Source: an optimization exercise on an open RTL-to-GDS flow (aim: small area, a short achievable clock period and few clock cycles). Production flows keep margins and buffers that such runs may drop.
No functional check of the RTL was part of any run shown here.

--- flow/design.v ---
module strobe_energy (
    input  wire        clk,
    input  wire        rst,
    input  wire        tbl_we,
    input  wire [2:0]  tbl_sel,
    input  wire [3:0]  tbl_idx,
    input  wire [31:0] tbl_data,
    input  wire        step_start,
    input  wire [15:0] step_theta,
    input  wire [10:0] step_density,
    input  wire        step_boost,
    input  wire [2:0]  step_pclass,
    input  wire [1:0]  step_nsub,
    input  wire        step_clamp,
    input  wire        dot_valid,
    output wire        dot_ready,
    input  wire [1:0]  dot_value,
    input  wire [3:0]  dot_hist,
    output wire        res_valid,
    input  wire        res_ready,
    output wire [22:0] res_energy,
    output wire [3:0]  res_mask
);
    localparam TBL_HI     = 3'd1;
    localparam TBL_LO     = 3'd2;
    localparam TBL_TARGET = 3'd3;
    localparam TBL_TEMP   = 3'd4;
    localparam TBL_SUB    = 3'd5;
    localparam TBL_BOOST  = 3'd6;
    localparam DIV_STEPS  = 3;           
    localparam DIV_CYC    = 12 / DIV_STEPS;
    reg [11:0] energy_hi [0:15];
    reg [11:0] energy_lo [0:15];
    reg [15:0] energy_target [0:1];
    reg [15:0] temp_pt [0:15];
    reg [11:0] temp_scale [0:15];
    reg [9:0]  sub_share [0:3];          
    reg [11:0] boost_tbl [0:7];
    reg        wr_we;
    reg [2:0]  wr_sel;
    reg [3:0]  wr_idx;
    reg [31:0] wr_data;
    always @(posedge clk) begin
        wr_we   <= tbl_we;
        wr_sel  <= tbl_sel;
        wr_idx  <= tbl_idx;
        wr_data <= tbl_data;
        if (wr_we) begin
            case (wr_sel)
                TBL_HI:     energy_hi[wr_idx] <= wr_data[11:0];
                TBL_LO:     energy_lo[wr_idx] <= wr_data[11:0];
                TBL_TARGET: energy_target[wr_idx[0]] <= wr_data[15:0];
                TBL_TEMP: begin
                    temp_pt[wr_idx]    <= wr_data[31:16];
                    temp_scale[wr_idx] <= wr_data[11:0];
                end
                TBL_SUB:    sub_share[wr_idx[1:0]] <= wr_data[9:0];
                TBL_BOOST:  boost_tbl[wr_idx[2:0]] <= wr_data[11:0];
                default: ;
            endcase
        end
    end
    localparam ST_IDLE = 4'd0;
    localparam ST_RDLO = 4'd1;
    localparam ST_RDHI = 4'd2;
    localparam ST_MUL  = 4'd3;
    localparam ST_DIV  = 4'd4;
    localparam ST_UPS  = 4'd5;
    localparam ST_UP2  = 4'd6;
    localparam ST_EK   = 4'd7;
    localparam ST_RUN  = 4'd8;
    reg [3:0]  state;
    reg [1:0]  cnt;
    reg        mc_mode;      
    reg [15:0] theta;        
    reg [15:0] span;         
    reg [11:0] scale;        
    reg [27:0] dv;           
    reg [10:0] density;      
    reg [11:0] boost;        
    reg [15:0] clamp_e;      
    reg [3:0]  clamp_m;      
    reg [1:0]  nsub;
    reg        clamp_on;
    reg [20:0] sub_e [0:3];  
    reg [15:0] ge;
    integer i;
    always @(*) begin
        for (i = 0; i < 16; i = i + 1)
            ge[i] = ($signed(theta) >= $signed(temp_pt[i]));
    end
    wire [16:0] gl = {1'b0, ge[15:1], 1'b1};
    wire [15:0] sel_lo = gl[15:0] & ~gl[16:1];
    wire [15:0] sel_hi = {sel_lo[14:0], 1'b0};
    wire [15:0] rsel = (state == ST_RDHI) ? sel_hi : sel_lo;
    wire        interp = ge[0] && !ge[15];
    reg [15:0] rd_pt;
    reg [11:0] rd_sc;
    always @(*) begin
        rd_pt = 16'd0;
        rd_sc = 12'd0;
        for (i = 0; i < 16; i = i + 1) begin
            rd_pt = rd_pt | (temp_pt[i] & {16{rsel[i]}});
            rd_sc = rd_sc | (temp_scale[i] & {12{rsel[i]}});
        end
    end
    wire [12:0] ds_up  = {1'b0, rd_sc} - {1'b0, scale};
    wire [11:0] ds_dn  = scale - rd_sc;
    wire        down   = ds_up[12];
    wire [15:0] dt_up  = theta - span;
    wire [15:0] dt_dn  = rd_pt - theta;
    wire [11:0] ip_ds  = down ? ds_dn : ds_up[11:0];
    wire [15:0] ip_dt  = down ? dt_dn : dt_up;
    reg [27:0] dv_next;
    reg [16:0] r17;
    always @(*) begin
        dv_next = dv;
        for (i = 0; i < DIV_STEPS; i = i + 1) begin
            r17 = {dv_next[27:12], dv_next[11]};
            if (r17 >= {1'b0, span})
                dv_next = {r17[15:0] - span, dv_next[10:0], 1'b1};
            else
                dv_next = {r17[15:0], dv_next[10:0], 1'b0};
        end
    end
    wire [11:0] boost_rd  = boost_tbl[boost[2:0]];
    wire [11:0] boost_sel = (boost[3] && boost_rd != 12'd0) ? boost_rd : 12'd1024;
    reg        in0_v, in1_v;
    reg [1:0]  in0_val, in1_val;
    reg [3:0]  in0_h, in1_h;
    reg        p1_v, p1_z;
    reg [19:0] p1_x;
    reg        p2_v, p2_z;
    reg [22:0] p2_x;
    reg        out_v;
    reg [22:0] out_energy;
    reg [3:0]  out_mask;
    assign dot_ready  = !in1_v;
    assign res_valid  = out_v;
    assign res_energy = out_energy;
    assign res_mask   = out_mask;
    wire out_free = !out_v || res_ready;
    wire p2_go    = p2_v && out_free;
    wire p2_free  = !p2_v || out_free;
    wire p1_go    = (state == ST_RUN) && p1_v && p2_free;
    wire p1_free  = !p1_v || p1_go;
    wire s1_dots  = (state == ST_UP2) || (state == ST_EK) || (state == ST_RUN);
    wire in_go    = s1_dots && in0_v && p1_free;
    wire dot_acc  = dot_valid && !in1_v;
    wire        cls_lo = (in0_val == 2'b01);
    reg  [15:0] m1_a;
    reg  [11:0] m1_b;
    always @(*) begin
        case (state)
            ST_RDLO: begin m1_a = energy_target[0]; m1_b = 12'd614; end
            ST_MUL:  begin m1_a = theta;            m1_b = dv[11:0]; end
            ST_UPS:  begin m1_a = energy_target[0]; m1_b = 12'd1024; end
            default: begin
                m1_a = cls_lo ? energy_target[1] : energy_target[0];
                m1_b = cls_lo ? energy_lo[in0_h] : energy_hi[in0_h];
            end
        endcase
    end
    wire [27:0] m1_p = m1_a * m1_b;
    wire [17:0] x1   = m1_p[27:10];
    wire [29:0] m2_p = x1 * scale;
    wire [19:0] x2   = m2_p[29:10];
    wire        ek_mode = (state == ST_EK);
    wire [9:0]  w_rd    = sub_share[cnt];
    wire [10:0] w_k     = {(w_rd == 10'd0), w_rd};
    wire [30:0] m3_p = p1_x * density;
    wire [20:0] x3   = m3_p[30:10];
    wire [20:0] m4_a = ek_mode ? sub_e[3] : x3;
    wire [11:0] m4_b = ek_mode ? {1'b0, w_k} : boost;
    wire [32:0] m4_p = m4_a * m4_b;
    wire [22:0] x4   = m4_p[32:10];
    wire [22:0] s3_e = mc_mode ? {7'd0, clamp_e} : p2_x;
    reg  [24:0] rr;
    reg  [24:0] r_ge, r_nx;
    reg  [3:0]  s3_m;
    integer     j;
    always @(*) begin
        rr   = {1'b0, s3_e, 1'b0};
        s3_m = 4'd0;
        for (j = 0; j < 4; j = j + 1) begin
            r_ge = rr - {4'd0, sub_e[j]};
            r_nx = rr - {3'd0, sub_e[j], 1'b0};
            if (j <= nsub && !r_ge[24]) begin
                s3_m[j] = 1'b1;
                rr = r_nx;
            end
        end
    end
    wire        over     = clamp_on && (p2_x > {7'd0, clamp_e});
    wire [22:0] d_energy = p2_z ? 23'd0 : over ? {7'd0, clamp_e} : p2_x;
    wire [3:0]  d_mask   = p2_z ? 4'd0  : over ? clamp_m : s3_m;
    always @(posedge clk) begin
        if (rst) begin
            state   <= ST_IDLE;
            mc_mode <= 1'b0;
            in0_v   <= 1'b0;
            in1_v   <= 1'b0;
            p1_v    <= 1'b0;
            p2_v    <= 1'b0;
            out_v   <= 1'b0;
        end else begin
            if (in_go) begin
                in0_v <= in1_v || dot_acc;
                in1_v <= 1'b0;
            end else begin
                in0_v <= in0_v || dot_acc;
                in1_v <= in1_v || (in0_v && dot_acc);
            end
            if (p1_free)
                p1_v <= in_go;
            if (p2_free)
                p2_v <= p1_go;
            if (out_free)
                out_v <= p2_go;
            mc_mode <= 1'b0;
            case (state)
                ST_IDLE, ST_RUN:
                    if (step_start)
                        state <= ST_RDLO;
                ST_RDLO: state <= ST_RDHI;
                ST_RDHI: state <= interp ? ST_MUL : ST_UPS;
                ST_MUL:  state <= ST_DIV;
                ST_DIV:
                    if (cnt == DIV_CYC - 1)
                        state <= ST_UPS;
                ST_UPS:  state <= ST_UP2;
                ST_UP2:  state <= ST_EK;
                ST_EK:
                    if (cnt == nsub) begin
                        mc_mode <= 1'b1;
                        state   <= ST_RUN;
                    end
                default: state <= ST_IDLE;
            endcase
        end
    end
    always @(posedge clk) begin
        if (!in1_v) begin
            in1_val <= dot_value;
            in1_h   <= dot_hist;
        end
        if (in_go || !in0_v) begin
            in0_val <= in1_v ? in1_val : dot_value;
            in0_h   <= in1_v ? in1_h : dot_hist;
        end
        if (p1_free) begin
            p1_z <= (in0_val == 2'b00);
            p1_x <= x2;
        end
        if (p2_free) begin
            p2_z <= p1_z;
            p2_x <= x4;
        end
        if (out_free) begin
            out_energy <= d_energy;
            out_mask   <= d_mask;
        end
        if (mc_mode)
            clamp_m <= s3_m;
        case (state)
            ST_IDLE, ST_RUN: begin
                theta <= step_theta;
                if (step_start) begin
                    density  <= step_density;
                    boost    <= {8'd0, step_boost, step_pclass};
                    nsub     <= step_nsub;
                    clamp_on <= step_clamp;
                end
            end
            ST_RDLO: begin
                span    <= rd_pt;
                scale   <= rd_sc;
                boost   <= boost_sel;
                clamp_e <= m1_p[25:10];
            end
            ST_RDHI: begin
                span  <= rd_pt - span;
                cnt   <= 2'd0;
                theta <= ip_dt;
                dv    <= {16'd0, ip_ds};
                if (interp && down)
                    scale <= rd_sc;
            end
            ST_MUL: begin
                dv <= m1_p;
            end
            ST_DIV: begin
                dv  <= dv_next;
                cnt <= cnt + 2'd1;
                if (cnt == DIV_CYC - 1)
                    scale <= scale + dv_next[11:0];
            end
            ST_UP2: begin
                sub_e[3] <= x4[20:0];
                cnt      <= 2'd0;
            end
            ST_EK: begin
                sub_e[cnt] <= x4[20:0];
                cnt <= cnt + 2'd1;
            end
            default: ;
        endcase
    end
endmodule
--- flow/run.sh ---
#!/bin/bash
# synth_recipe.tcl (not shown) runs the flow's synth.tcl, then flattens the netlist and writes it again
# the make line also repeats each setting of config.mk as NAME=value (left out here)
make -C /OpenROAD-flow-scripts/flow DESIGN_CONFIG=/design/flow/config.mk WORK_HOME=/design/flow/orfs CLKGATE_MAP_FILE= SYNTH_SCRIPT=/design/flow/synth_recipe.tcl finish
--- flow/config.mk ---
export PLATFORM = sky130hd
export DESIGN_NAME = strobe_energy
export DESIGN_NICKNAME = strobe_energy
export VERILOG_FILES = /design/flow/design.v
export SDC_FILE = /design/flow/constraint.sdc
export NUM_CORES = 4
export LEC_CHECK = 0
export CAP_MARGIN = 20
export CORE_MARGIN = 2
export CORE_UTILIZATION = 40
export PLACE_DENSITY = 0.6
export SLEW_MARGIN = 20
--- flow/constraint.sdc ---
create_clock -name core_clock -period 52.0 [get_ports {clk}]
set_input_delay 10.4000 -clock core_clock [delete_from_list [all_inputs] [get_ports {clk}]]
set_output_delay 10.4000 -clock core_clock [all_outputs]
set_load 0.01 [all_outputs]
==> flow_summary.ini, run 1 <==
[setup_path]
required_ps = 52520
max_stage_delay_ps = 840
crit_type = reg2reg
cp_max_fo = 37
end_kind = flop
path_common_cell = fa_1
slowest_stage = dfxtp_4
critPathLaunchType = flop
cp.arrival_ps = 15200

[sta]
relSlewSlack_pct = 26.1
slew_violations = 0
finalHoldViolations = 0
fin_skew_ps = 69.0
rsz0062_at_grt = false
min_period_ps = 14680
period_share_pct = 28.2
tightest_slew_ps = 1100
setup_tns_ps = 0
fmax_ghz = 0.0681
setup_ws_ps = 37320
setup_viol = 0

[cts]
clock-sinks = 1347
ctsLongestPathBuffers = 3
hold_buffers = 0
root_buffer = clkbuf_16
htree_levels = 4
cts.repair.resized = 0
clk_latency_ps = 830
cts_tree = yes
cts_buffers = 153
path_clk_slew_ps = 60
post_cts_buffers = 0

[place]
gp_congestion = 0.906
placed_cell_area_sq_um = 99800
hpwl_um = 194000
port_buffers = 113
place_ws_ps = 37200
placedCellCount = 11300

[synth]
async_flop_share_pct = 0
syn-instance-count = 8175
synth.top_cells.by_count = 1282 x edfxtp_1, 1141 x inv_1, 902 x nand2_1
synth_cell_type_count = 107
ys_ff_latch = 1347
yosysTopAreaCellShare_pct = 40.8
ys_warn_count = 1
synth_nets = 9726
ys_seq_area_share_pct = 42.2
synth_area_sq_um = 94300
synth_edf_count = 1282
synth_most_common_cell = edfxtp_1
yosysTopAreaCell = edfxtp_1
syn_avg_cell_area_sq_um = 11.5
synth_ff_type = edfxtp_1
synth_area_leaders = edfxtp_1 41%, fa_1 14%, ha_1 11%, inv_1 4.5%, mux4_2 3.7%

[floorplanning]
dieWidth_um = 489
ios = 114
die_area_sq_um = 240000
rows = 178
initial_core_util_pct = 40.2
core_area_sq_um = 235000
die_height_um = 489

[global_route]
grt_max_degree = 86
antenna_found_initial = 8
grt_usage_pct = 22.4
grt_pass1_vias = 66400
grt_pass1_wl_um = 408000
grt_overflow = 0

[detailed_routing]
initialDrtViolationCount = 6064
wl_per_cell_um = 23.0
dr.pass1.iters = 6
wl_um = 266000
via_count = 64300
viasPerCell = 5.54
postRouteAntennaNets = 0
drc_errors = 0

[worst_hold_path]
min-delay-start = wr_data[15]
min_path_type = reg2reg

[final_layout]
layout.nets = 9870
finalInstanceArea_sq_um = 105000
drive_above_1_share_pct = 8.93
fillCellCount = 21600
syn2layout_area_growth_pct = 11.7
stdcell_count = 11600

[job]
maxCapViolations = 0

[status]
status = finished clean
==> sequential cells by signal, indices dropped and copies added, names as in the netlist, 32 cells and up, named ones only <==
name and flops:
boost_tbl 96, energy_lo 192, wr_data 32, temp_scale 192
sub_share 40, energy_hi 192, sub_e 84, energy_target 32
temp_pt 256
==> worst paths after layout <==
| path | cells past startpoint | slack, ps | end |
|---|---|---|---|
| max | 44 | 37320 | p1_x[18] |
| min | 0 | 430 | energy_target[0][15] |
| max reg2reg | 44 | 37320 | p1_x[18] |
| min reg2reg | 0 | 430 | energy_target[0][15] |
==> worst max-delay path, delay by kind of cell (launching register included) <==
| kind | cells | cell delay (ps) |
|---|---|---|
| compound gates | 18 | 5080 |
| buf+inv | 8 | 1300 |
| xor+xnor | 1 | 80 |
| fa+ha+maj | 12 | 5310 |
| simple gates | 2 | 270 |
| mux | 3 | 1400 |
| flops | 1 | 840 |
==> cells by family (layout without fill, tap and decap cells) <==
kind of cell / count (synthesis) / in the layout / share of synthesized area, %
adders and majority gates: 1466 / 1466 / 24.7
and+or+nand+nor: 2142 / 2142 / 10.7
muxes: 308 / 308 / 5.42
AOI/OAI and AO/OA: 1276 / 1276 / 9.34
other: 0 / 1 / 0
xor gates and xnor gates: 207 / 207 / 1.95
buffers and inverters: 1429 / 1701 / 5.70
DFF: 1347 / 1347 / 42.2
==> cell type report <==
cell class | instances | area, sq um | share of cell area [%]
clock buffer | 181 | 3960 | 3.76
multi-input combinational | 5399 | 49500 | 47.0
sequential | 1347 | 39800 | 37.8
clock inverter | 102 | 1360 | 1.29
inverter | 1144 | 4290 | 4.08
tap | 3150 | 3940 | 3.74
timing repair buffer | 274 | 2400 | 2.28
antenna | 1 | 2.50 | 0.00238
==> per-stage QoR <==
step                      utilization, %  hold slack [ps]
after CTS                           44.8              430
after global placement              42.5              419
after floorplan                        -              400
after global routing                44.8              446
final                               44.8              432
after detailed placement            42.5              416
==> layout by cell type (no fill, tap or decap), drive strengths merged, types with 68 or more instances in the layout <==
| cell | count |
|---|---|
| xor2 | 68 |
| nand4 | 104 |
| o21ai | 266 |
| nand2 | 902 |
| edfxtp | 1282 |
| o21a | 78 |
| nand3 | 75 |
| fa | 660 |
| inv | 1152 |
| a21o | 135 |
| nor2b | 77 |
| a222oi | 74 |
| a21oi | 275 |
| xnor2 | 138 |
| buf | 160 |
| mux4 | 154 |
| nor3 | 101 |
| clkdlybuf4s50 | 113 |
| and2 | 268 |
| mux2 | 78 |
| nor2 | 404 |
| nand2b | 68 |
| a22oi | 83 |
| mux2i | 76 |
| ha | 806 |
| clkbuf | 182 |
==> per-layer routing <==
metal,global-route usage (%),vias up,routed length [um]
li1,-,29000,-
met1,31.1,32700,116000
met2,36.6,2236,125000
met3,2.99,368,17700
met4,6.59,6,8010
met5,0,-,47
==> run 2, diff against run 1 <==
--- a/flow/config.mk
+++ b/flow/config.mk
@@ -5,6 +5,7 @@
 export SDC_FILE = /design/flow/constraint.sdc
 export NUM_CORES = 4
 export LEC_CHECK = 0
+export ABC_AREA = 1
 export CAP_MARGIN = 20
 export CORE_MARGIN = 2
 export CORE_UTILIZATION = 40
==> run 2 against run 1 <==
Compared with the run above:
- still clean on timing, DRC and antenna
- clock skew up 21 ps
- setup slack better by 1300 ps
- critical endpoint unchanged
- register-to-register slack better by 1300 ps
- synthesized area up 2.3%
- final cell count up 17%
- via count up 15%
- maximum frequency up 10%
==> flow_summary.ini, run 2 <==
[cts]
clock-sinks = 1347
clk_latency_ps = 850
htree_levels = 4
hold_buffers = 0
cts_buffers = 157
cts.repair.resized = 0
cts_tree = yes
post_cts_buffers = 0
root_buffer = clkbuf_16
ctsLongestPathBuffers = 3
path_clk_slew_ps = 60

[floorplanning]
dieWidth_um = 495
rows = 180
die_area_sq_um = 245000
initial_core_util_pct = 40.2
core_area_sq_um = 240000
ios = 114
die_height_um = 495

[final_layout]
finalInstanceArea_sq_um = 107000
top_register = temp_pt
finalCoreUtilization_pct = 44.6
final_common_cell = nand2_1
layout.nets = 11800
final_cell_mix = 1951 x nand2_1, 1653 x inv_1, 1282 x edfxtp_1
drive_above_1_share_pct = 5.35
largest_reg_flops = 256
syn2layout_area_growth_pct = 11.0

[global_route]
grt_pass1_vias = 74300
antenna_found_initial = 1
grt_overflow = 0
grt_pass1_wl_um = 453000
grt_max_degree = 111
grt_usage_pct = 24.2

[setup_path]
cp.arrival_ps = 13890
end_kind = flop
cp_max_fo = 74
max_stage_delay_ps = 760
slowest_stage = xor2_1
required_ps = 52540
path_common_cell = fa_1
crit_type = reg2reg
critPathLaunchType = flop

[sta]
tightest_slew_ps = 1220
period_share_pct = 25.7
rsz0062_at_grt = false
whs_ps = 452
fmax_ghz = 0.0749
relSlewSlack_pct = 17.8
setup_viol = 0
fin_skew_ps = 90.4
finalHoldViolations = 0
min_period_ps = 13350
setup_tns_ps = 0
slew_violations = 0

[place]
port_buffers = 113
placed_cell_area_sq_um = 102000
hpwl_um = 222000
gp_congestion = 0.968

[synth]
async_flop_share_pct = 0
synth.top_cells.by_count = 1952 x nand2_1, 1657 x inv_1, 1282 x edfxtp_1
ys_ff_latch = 1347
yosysTopAreaCell = edfxtp_1
ys_seq_area_share_pct = 41.3
yosysTopAreaCellShare_pct = 39.9
synth_edf_count = 1282
synth_area_leaders = edfxtp_1 40%, fa_1 14%, ha_1 10%, nand2_1 7.6%, inv_1 6.4%
syn_avg_cell_area_sq_um = 9.48
synth_most_common_cell = nand2_1
synth_nets = 11700
synth_cell_type_count = 77
synth_area_sq_um = 96400
syn-instance-count = 10200
synth_ff_type = edfxtp_1
ys_warn_count = 1

[detailed_routing]
initialDrtViolationCount = 7227
viasPerCell = 5.43
dr.pass1.iters = 7
drc_errors = 0
wl_per_cell_um = 22.0
postRouteAntennaNets = 0
wl_um = 299000
via_count = 74000

[status]
status = finished clean

[worst_hold_path]
min_path_type = reg2reg

[job]
maxCapViolations = 0
==> run 2: cell types whose count changed in the layout (fill, tap and decap cells not counted), sizes merged, moves of 74 or more <==
cell / delta
nand2: +1069
nor2: +562
inv: +519
o21ai: +409
and2: -268
a21oi: +251
o22ai: +192
nand3: +182
mux4: -154
a21o: -112
a22oi: -77
nor2b: -77
mux2: -75
a222oi: -74
==> run 2: cell type report <==
| class | instances | area (sq um) |
|---|---|---|
| Multi-Input combinational cell | 6836 | 49300 |
| Antenna cell | 2 | 5.00 |
| Tap cell | 3185 | 3990 |
| Clock buffer | 207 | 4250 |
| Inverter | 1689 | 6350 |
| Timing Repair Buffer | 264 | 2320 |
| Fill cell | 23000 | 133000 |
| Sequential cell | 1347 | 39800 |
| Clock inverter | 85 | 1030 |
==> run 2: final timing paths <==
path,startpoint,end,depth (start not counted),slack (ps)
worst max-delay path,flop,p1_x[18],43,38650
worst min register to register,in1_val[0],in1_val[0],2,450
worst min-delay path,in1_val[0],in1_val[0],2,450
worst max register to register,flop,p1_x[18],43,38650
==> run 2: per-stage QoR <==
step / setup slack [ps] / cells
after global routing: 37860 / 13600
after detailed placement: 38340 / 13300
after CTS: 38290 / 13600
after floorplan: 37990 / 10200
after global placement: 38560 / 13300
final: 38650 / 13600
==> run 2: logic make-up after synthesis <==
kind of cell    Yosys count  share of synthesized area [%]
simple gates           3438                           14.5
buf+inv                1990                           7.84
compound gates         1719                           10.3
fa+ha+maj              1466                           24.2
flops                  1347                           41.3
xor+xnor                205                           1.89
mux                       8                         0.0869
==> run 2: routing by layer <==
layer | GRT usage, % | vias to the layer above | share of wire [%]
met5 | 0 | - | 0
met4 | 7.84 | 0 | 3.3
li1 | - | 34100 | -
met1 | 33.0 | 36500 | 43
met3 | 3.38 | 529 | 7.4
met2 | 39.8 | 2877 | 47
==> run 2: critical path, delay by kind of cell (launching register included) <==
kind / cells / cell delay, ps
AO/OA/AOI/OAI: 10 / 2370
AND/OR/NAND/NOR: 9 / 1540
adder cells (fa/ha/maj): 12 / 5700
buffers and inverters: 10 / 2120
flip-flops: 1 / 310
XOR/XNOR: 2 / 900

-- static timing again, ports no longer ideal --
Ports are ideal in the flow. The routed layouts listed here were re-timed in OpenROAD. Step 1 sets driving cells, clkbuf_16 on the clock port and buf_2 on the other inputs (assumed; they add their load-dependent delay and slew). Step 2 also shifts input and output timing later by t, the mid clock arrival at the registers, as if the neighbouring blocks saw the same clock. a / b / c = ideal ports / drivers / drivers and shift; a / b = the first two.
run | shift t [ns] | setup slack, ns | slew at the worst register clock pin (ns)
run 1 | 0.889 | 37.324 / 37.324 / 37.324 | 0.07 / 0.07
run 2 | 0.903 | 38.653 / 38.653 / 38.653 | 0.07 / 0.07
After both steps every run listed still meets setup and hold.
